From an optimization exercise on the open Yosys and OpenROAD flow, aimed at small area, a short achievable clock period and few clock cycles per item; shortcuts taken in it are not production practice. RTL that was checked went through simulation tests only; none was proved equivalent to the original.

==> flow/design.v (excerpt) <==
module whorl_rsq (
    input             clk,
    input             rst,           
    input             in_valid,
    output            in_ready,
    input             in_sqrt,       
    input      [31:0] in_a,
    output reg        out_valid,
    output reg [31:0] out_res,
    output reg        out_sat,
    output reg        out_divz,
    output reg        out_domain
);
export LEC_CHECK = 0
export CAP_MARGIN = 20
export CORE_MARGIN = 2
export CORE_UTILIZATION = 40
export PLACE_DENSITY = 0.6
export SLEW_MARGIN = 20
create_clock -name core_clock -period 11.0 [get_ports {clk}]
standard.sh (not shown) runs the stock make flow with config.mk's settings and CLKGATE_MAP_FILE= SYNTH_SCRIPT=/design/flow/synth_recipe.tcl, a recipe that flattens the netlist after the stock synthesis.
==> flow/flow/run.sh <==
#!/bin/bash
set -euo pipefail
bash standard.sh SETUP_SLACK_MARGIN=8 SETUP_MOVE_SEQUENCE=unbuffer,sizeup,swap,buffer TNS_END_PERCENT=20 finish > standard_flow.log 2>&1
Testbench counts at the start, summed over its fixed seeds: cycles 234,871, items 16,000.
==> next run, changes <==
==> flow/flow/run.sh (replaced) <==
#!/bin/bash
set -euo pipefail
bash standard.sh SETUP_SLACK_MARGIN=7 SETUP_MOVE_SEQUENCE=unbuffer,sizeup,swap,buffer TNS_END_PERCENT=5 finish > standard_flow.log 2>&1
Effect: Global-route usage goes down by 1.4 points; final cell count went down slightly; clock-buffer cell count does not change; wire length goes down by a few percent; worst setup slack got worse by 0.54 ns; maximum frequency fell by roughly a tenth; synthesized area is unchanged; flip-flop and latch count stays the same; via count decreases by a few percent.
==> next run, changes <==
==> flow/flow/run.sh (replaced) <==
#!/bin/bash
set -euo pipefail
bash standard.sh SETUP_SLACK_MARGIN=7 SETUP_MOVE_SEQUENCE=unbuffer,sizeup,swap,buffer TNS_END_PERCENT=20 finish > standard_flow.log 2>&1
=> The changed run passed the timing, design-rule and antenna checks; setup slack is worse by 0.012 ns; non-clock buffer count is higher by 15; routed wire length is higher by 2.3%; final area is higher by 1.8%; synthesized cell count is unchanged; count of clock-buffer cells in the layout is higher by 2; utilization is higher by 0.87 points; die area does not change; area after synthesis stays the same.

* * *

## wip/yarrow
Starting RTL as in the previous note.
==> flow/design.v (excerpt) <==
module whorl_rsq (
    input             clk,
    input             rst,           
    input             in_valid,
    output            in_ready,
    input             in_sqrt,       
    input      [31:0] in_a,
    output reg        out_valid,
    output reg [31:0] out_res,
    output reg        out_sat,
    output reg        out_divz,
    output reg        out_domain
);
    reg          busy;
    reg  [3:0]   cnt;                        
    reg  [15:0]  Ms;
    reg          rdy, first;
    reg          sq;                         
    reg          nf;                         
    reg          f_spc, f_sat, f_divz, f_dom;
    reg  [32:0]  S;                          
    reg          s;                          
    reg  [31:0]  E;                          
    reg          b0r;                        
    assign in_ready = rdy;
    wire accept = in_valid & rdy;
    wire last   = busy & (cnt == 4'd0);
    wire [31:0] a       = in_a;
    wire        a_zero  = (a == 32'd0);
    wire        sm_pos  = !a[31] & (a[30:28] == 3'd0) & (!a[27] | (a[26:0] == 27'd0));
    wire        sm_neg  = a[31] & (a[30:27] == 4'hF);
    wire        a_m27   = sm_neg & (a[26:0] == 27'd0);             
    wire        a_max   = !a[31] & (a[30:0] == 31'h7FFF_FFFF);
    wire        spc_in  = in_sqrt ? (a[31] | a_max) : (sm_pos | sm_neg);
    wire        rcp_sk2 = a[31] ? !a[30] : (a[30] & (a[29] | (a[28:2] != 27'd0)));
    wire        rcp_sk1 = a[31] ? (a[30:28] != 3'b111)
                                : (a[30] | a[29] | (a[28] & (a[27:0] != 28'd0)));
    wire        sq_sk1  = (a[30:27] == 4'd0);
    reg  [32:0] s_init;
    reg  [15:0] m_init;
    reg  [3:0]  c_init;
    always @* begin
        if (in_sqrt) begin
  ...
clock: 11.0 ns
lec_check: 0
cap_margin: 20
core_margin: 2
core_utilization: 40
place_density: 0.6
slew_margin: 20
==> flow/flow/run.sh <==
#!/bin/bash
set -euo pipefail
bash standard.sh SETUP_SLACK_MARGIN=8.5 SETUP_MOVE_SEQUENCE=unbuffer,sizeup,swap,buffer TNS_END_PERCENT=20 finish > standard_flow.log 2>&1
Testbench counts of wip/yarrow, summed over its fixed seeds: cycles 234,871, items 16,000.
Inputs modified between wip/yarrow and wip/xenon:
==> flow/flow/run.sh <==
#!/bin/bash
set -euo pipefail
bash standard.sh SETUP_SLACK_MARGIN=9 SETUP_MOVE_SEQUENCE=unbuffer,sizeup,swap,buffer TNS_END_PERCENT=20 finish > standard_flow.log 2>&1
Notes after the runs:
Going from wip/yarrow to wip/xenon, setup slack of the critical path after layout went down by 0.094 ns; detailed-route wire length went down by about 0.44%; layout buffering overhead excluding clock cells went down by 0.60 points. wip/xenon against wip/yarrow: summed area of non-filler cells in the final layout lost 0.67%; global-route met1 utilization down 0.86 points. Clock sink count: wip/yarrow vs wip/xenon identical. Compared to wip/yarrow, wip/xenon has overall via count from detail_route 0.64% higher. Synthesized area came out exactly the same in wip/yarrow and wip/xenon.
Input changes introduced in wip/violet (baseline for comparison: wip/xenon):
==> flow/flow/run.sh <==
#!/bin/bash
set -euo pipefail
bash standard.sh SETUP_SLACK_MARGIN=8 SETUP_MOVE_SEQUENCE=unbuffer,sizeup,swap,buffer TNS_END_PERCENT=10 finish > standard_flow.log 2>&1
==> comparison <==
Changes observed in wip/violet relative to wip/xenon: insertion delay to the later sink of the worst-skew pair went down 0.02 ns; sum of routed wire length over all layers decreased 230 um; horizontal die dimension neither gained nor lost much; count of buffers not belonging to the clock network in the layout lost 7; highest achievable clock rate closely matched the old numbers. Of the two values seen for cell at the slowest stage of the critical path, sky130_fd_sc_hd__fa_1 was produced by wip/xenon and sky130_fd_sc_hd__dfxtp_4 by wip/violet. Number of primary I/O pins came out exactly the same in wip/xenon and wip/violet.
#### Input delta (wip/garnet over wip/violet)
==> flow/flow/run.sh <==
#!/bin/bash
set -euo pipefail
bash standard.sh SETUP_SLACK_MARGIN=8 SETUP_MOVE_SEQUENCE=unbuffer,sizeup,swap,buffer TNS_END_PERCENT=30 finish > standard_flow.log 2>&1
Findings:
[wip/garnet vs wip/violet] layout overhead on the synthesized area: higher in wip/garnet. Path depth of the worst reg2reg path: wip/garnet vs wip/violet identical.

* * *

== 03-06 ==
The RTL this note starts from:
==> flow/design.v <==
module whorl_rsq (
    input             clk,
    input             rst,           
    input             in_valid,
    output            in_ready,
    input             in_sqrt,       
    input      [31:0] in_a,
    output reg        out_valid,
    output reg [31:0] out_res,
    output reg        out_sat,
    output reg        out_divz,
    output reg        out_domain
);
    localparam integer K  = 2;               
    localparam integer NC = 32 / K;          
    localparam integer CW = (NC > 1) ? $clog2(NC) : 1;
    localparam integer SKIP = (K <= 2) ? 2 / K : 0;    
    reg          busy, rdy, done;
    reg [CW-1:0] cnt;                        
    reg          sq;                         
    reg          nf;                         
    reg          sk;                         
    reg          f_spc, f_hi, f_lo, f_sat, f_divz, f_dom;
    reg          o_neg, o_sk, o_spc, o_hi, o_lo, o_sat, o_divz, o_dom;
    reg  [32:0]  S;                          
    reg          s;                          
    reg  [31:0]  D;                          
    reg  [31:0]  Q;                          
    assign in_ready = rdy;
    wire accept = in_valid & rdy;
    wire last   = busy & (cnt == 0);
    wire [31:0] a       = in_a;
    wire        a_zero  = (a == 32'd0);
    wire        sm_pos  = !a[31] & (a[30:28] == 3'd0) & (!a[27] | (a[26:0] == 27'd0));
    wire        sm_neg  = a[31] & (a[30:27] == 4'hF);
    wire        a_m27   = sm_neg & (a[26:0] == 27'd0);             
    wire        spc_in  = in_sqrt ? a[31] : (sm_pos | sm_neg);
    wire        skip_in = (SKIP == 0) ? 1'b0 :
                          in_sqrt ? (a[31:29] == 3'd0) :
                          a[31]   ? !(a[30] & a[29]) :
                                    (a[30] | (a[29] & (a[28:0] != 29'd0)));
    wire [32:0] s_init  = in_sqrt ? (skip_in ? {a[30:0], 2'b00} : {1'b0, a})
                                  : (skip_in ? 33'h0_4000_0000 : 33'h0_1000_0000);
    wire [32:0] st_S [0:K];
    wire        st_s [0:K];
    wire [31:0] st_D [0:K];
    wire [K-1:0] bits;
    assign st_S[0] = S;
    assign st_s[0] = s;
    assign st_D[0] = D;
    genvar j;
    generate
        for (j = 0; j < K; j = j + 1) begin : step
            wire [5:0]  i    = K * cnt + (K - 1 - j);
            wire [31:0] oh   = 32'd1 << i;                  
            wire [31:0] oh1  = {oh[30:0], 1'b0};            
            wire [31:0] F    = sq ? (st_D[j] | oh | (st_s[j] ? oh1 : 32'd0))
                                  : st_D[j];
            wire        inv  = !(st_s[j] ^ nf);
            wire [32:0] Y    = {nf, F} ^ {33{inv}};
            wire [32:0] R    = st_S[j] + Y + {32'd0, inv};
            wire        b    = !R[32];
            assign bits[K-1-j] = b;
            assign st_S[j+1] = {R[31:0], 1'b0};
            assign st_s[j+1] = R[32];
            assign st_D[j+1] = (sq & b) ? (st_D[j] | oh1) : st_D[j];
        end
    endgenerate
    wire [31:0] q_m  = {Q[31:30] & {2{!o_sk}}, Q[29:0]};
    wire [32:0] t    = {o_neg, q_m ^ {32{o_neg}}} + 33'd1;
    wire [31:0] res  = o_spc ? {o_hi, {31{o_lo}}} : t[32:1];
    always @(posedge clk) begin
        if (rst) begin
            busy      <= 1'b0;
            rdy       <= 1'b1;
            done      <= 1'b0;
            out_valid <= 1'b0;
        end else begin
            done      <= last;
            out_valid <= done;
            if (accept) begin
                busy <= 1'b1;
                cnt  <= spc_in ? {CW{1'b0}} : (skip_in ? NC - 1 - SKIP : NC - 1);
                rdy  <= spc_in;
            end else if (busy) begin
                if (cnt == 0) begin
                    busy <= 1'b0;
                    rdy  <= 1'b1;
                end else begin
                    cnt <= cnt - 1'b1;
                    rdy <= (cnt == 1);
                end
            end
        end
    end
    always @(posedge clk) begin
        if (accept) begin
            sq     <= in_sqrt;
            nf     <= !in_sqrt & a[31];
            sk     <= skip_in;
            f_spc  <= spc_in;
            f_hi   <= !in_sqrt & a[31];
            f_lo   <= !in_sqrt & !a[31];
            f_sat  <= !in_sqrt & (sm_pos | sm_neg) & !a_zero & !a_m27;
            f_divz <= !in_sqrt & a_zero;
            f_dom  <= in_sqrt & a[31];
            S      <= s_init;
            s      <= 1'b0;
            D      <= in_sqrt ? 32'd0 : a;
        end else begin
            S <= st_S[K];
            s <= st_s[K];
            D <= st_D[K];
        end
        if (busy)
            Q <= (K == 32) ? bits : {Q[31-K:0], bits};
        if (last) begin
            o_neg  <= nf;
            o_sk   <= sk;
            o_spc  <= f_spc;
            o_hi   <= f_hi;
            o_lo   <= f_lo;
            o_sat  <= f_sat;
            o_divz <= f_divz;
            o_dom  <= f_dom;
        end
        if (done) begin
            out_res    <= res;
            out_sat    <= o_sat;
            out_divz   <= o_divz;
            out_domain <= o_dom;
        end
    end
endmodule
==> flow/config.mk <==
export PLATFORM = sky130hd
export DESIGN_NAME = whorl_rsq
export DESIGN_NICKNAME = whorl_rsq
export VERILOG_FILES = /design/flow/design.v
export SDC_FILE = /design/flow/constraint.sdc
export NUM_CORES = 4
export LEC_CHECK = 0
export CAP_MARGIN = 20
export CORE_MARGIN = 2
export CORE_UTILIZATION = 40
export PLACE_DENSITY = 0.6
export SETUP_SLACK_MARGIN = 5
export SLEW_MARGIN = 20
==> flow/constraint.sdc <==
create_clock -name core_clock -period 11.0 [get_ports {clk}]
set_input_delay 2.2000 -clock core_clock [delete_from_list [all_inputs] [get_ports {clk}]]
set_output_delay 2.2000 -clock core_clock [all_outputs]
set_load 0.01 [all_outputs]
run.sh (not shown) runs the stock make flow with config.mk's settings and CLKGATE_MAP_FILE= SYNTH_SCRIPT=/design/flow/synth_recipe.tcl, a recipe that flattens the netlist after the stock synthesis.
Stock flow here: none of the scripts above is used.
Setup changes, 03-06 to 05-11
# 03-06
export LEC_CHECK = 0
export CAP_MARGIN = 20
export CORE_MARGIN = 2
export CORE_UTILIZATION = 40
export PLACE_DENSITY = 0.6
export SETUP_SLACK_MARGIN = 5
export SLEW_MARGIN = 20
create_clock -name core_clock -period 11.0 [get_ports {clk}]
# 05-11
export LEC_CHECK = 0
export CAP_MARGIN = 20
export CORE_MARGIN = 2
export CORE_UTILIZATION = 40
export PLACE_DENSITY = 0.6
export SLEW_MARGIN = 20
create_clock -name core_clock -period 11.0 [get_ports {clk}]
==> flow/flow/run.sh (new file) <==
#!/bin/bash
set -euo pipefail
bash standard.sh SETUP_SLACK_MARGIN=8 finish > standard_flow.log 2>&1
==> flow/standard.sh (new file) <==
#!/bin/bash
# synth_recipe.tcl (not shown) runs the flow's synth.tcl, then flattens the netlist and writes it again
# the make line also repeats each setting of config.mk as NAME=value (left out here)
make -C /OpenROAD-flow-scripts/flow DESIGN_CONFIG=/design/flow/config.mk WORK_HOME=/design/flow/orfs CLKGATE_MAP_FILE= SYNTH_SCRIPT=/design/flow/synth_recipe.tcl "${@:-finish}"
removed: flow/run.sh
==> run summary <==
The met2 usage in global routing number comes out higher for 05-11 vs 03-06. The clock latency on the worst-skew pair of 03-06 and that of 05-11 are within noise of each other. Going from 03-06 to 05-11, final period demand of the worst path down 9.0 ps; final area up about 12%. Critical path depth, 03-06 and 05-11, higher one = 03-06. Sort 03-06 and 05-11 by count of clock-buffer cells in the layout, ascending, and 03-06 comes first. The area taken by flip-flops and latches of 05-11 and that of 03-06 are within noise of each other. Diff 03-06 -> 05-11 | average routed wire per standard cell | up by a little under 10%. Post-detailed-routing wire length, 03-06 and 05-11: higher on 05-11.
No functional check of the RTL was part of any run of this note.

==> port drivers added, routing unchanged <==
The results above use ideal ports. As a check the final layouts listed here were re-extracted and re-timed, cells and wires unchanged. Step 1 sets driving cells, clkbuf_16 on the clock port and buf_2 on the other inputs (assumed; they add their load-dependent delay and slew). Step 2 adds t to the input delays and takes it off the output delays; t is the mean of the earliest and latest rising clock arrival at the registers after step 1. Input paths then give back, and output paths get back, about the clock's delay inside the block. Slacks: no drivers / after step 1 / after step 2; pairs: no drivers / after step 1.
run	shift t [ns]	setup slack, ns	worst setup path after step 2
the first run of note 1	0.476	6.685 / 6.685 / 6.637	input to register
the second run of note 1	0.478	6.144 / 6.144 / 5.953	input to register
the third run of note 1	0.480	6.132 / 6.132 / 5.912	input to register
wip/yarrow	0.486	6.601 / 6.601 / 6.601	register to register
wip/xenon	0.493	6.508 / 6.508 / 6.508	register to register
wip/violet	0.476	6.502 / 6.502 / 6.202	input to register
wip/garnet	0.477	6.545 / 6.545 / 6.545	register to register
03-06	0.478	4.173 / 4.173 / 4.173	register to register
05-11	0.487	4.182 / 4.182 / 4.182	register to register
After both steps every run listed still meets setup and hold. The setup slack of wip/violet, which loses most, moves by 0.000 ns with the drivers and by -0.300 ns with both steps.
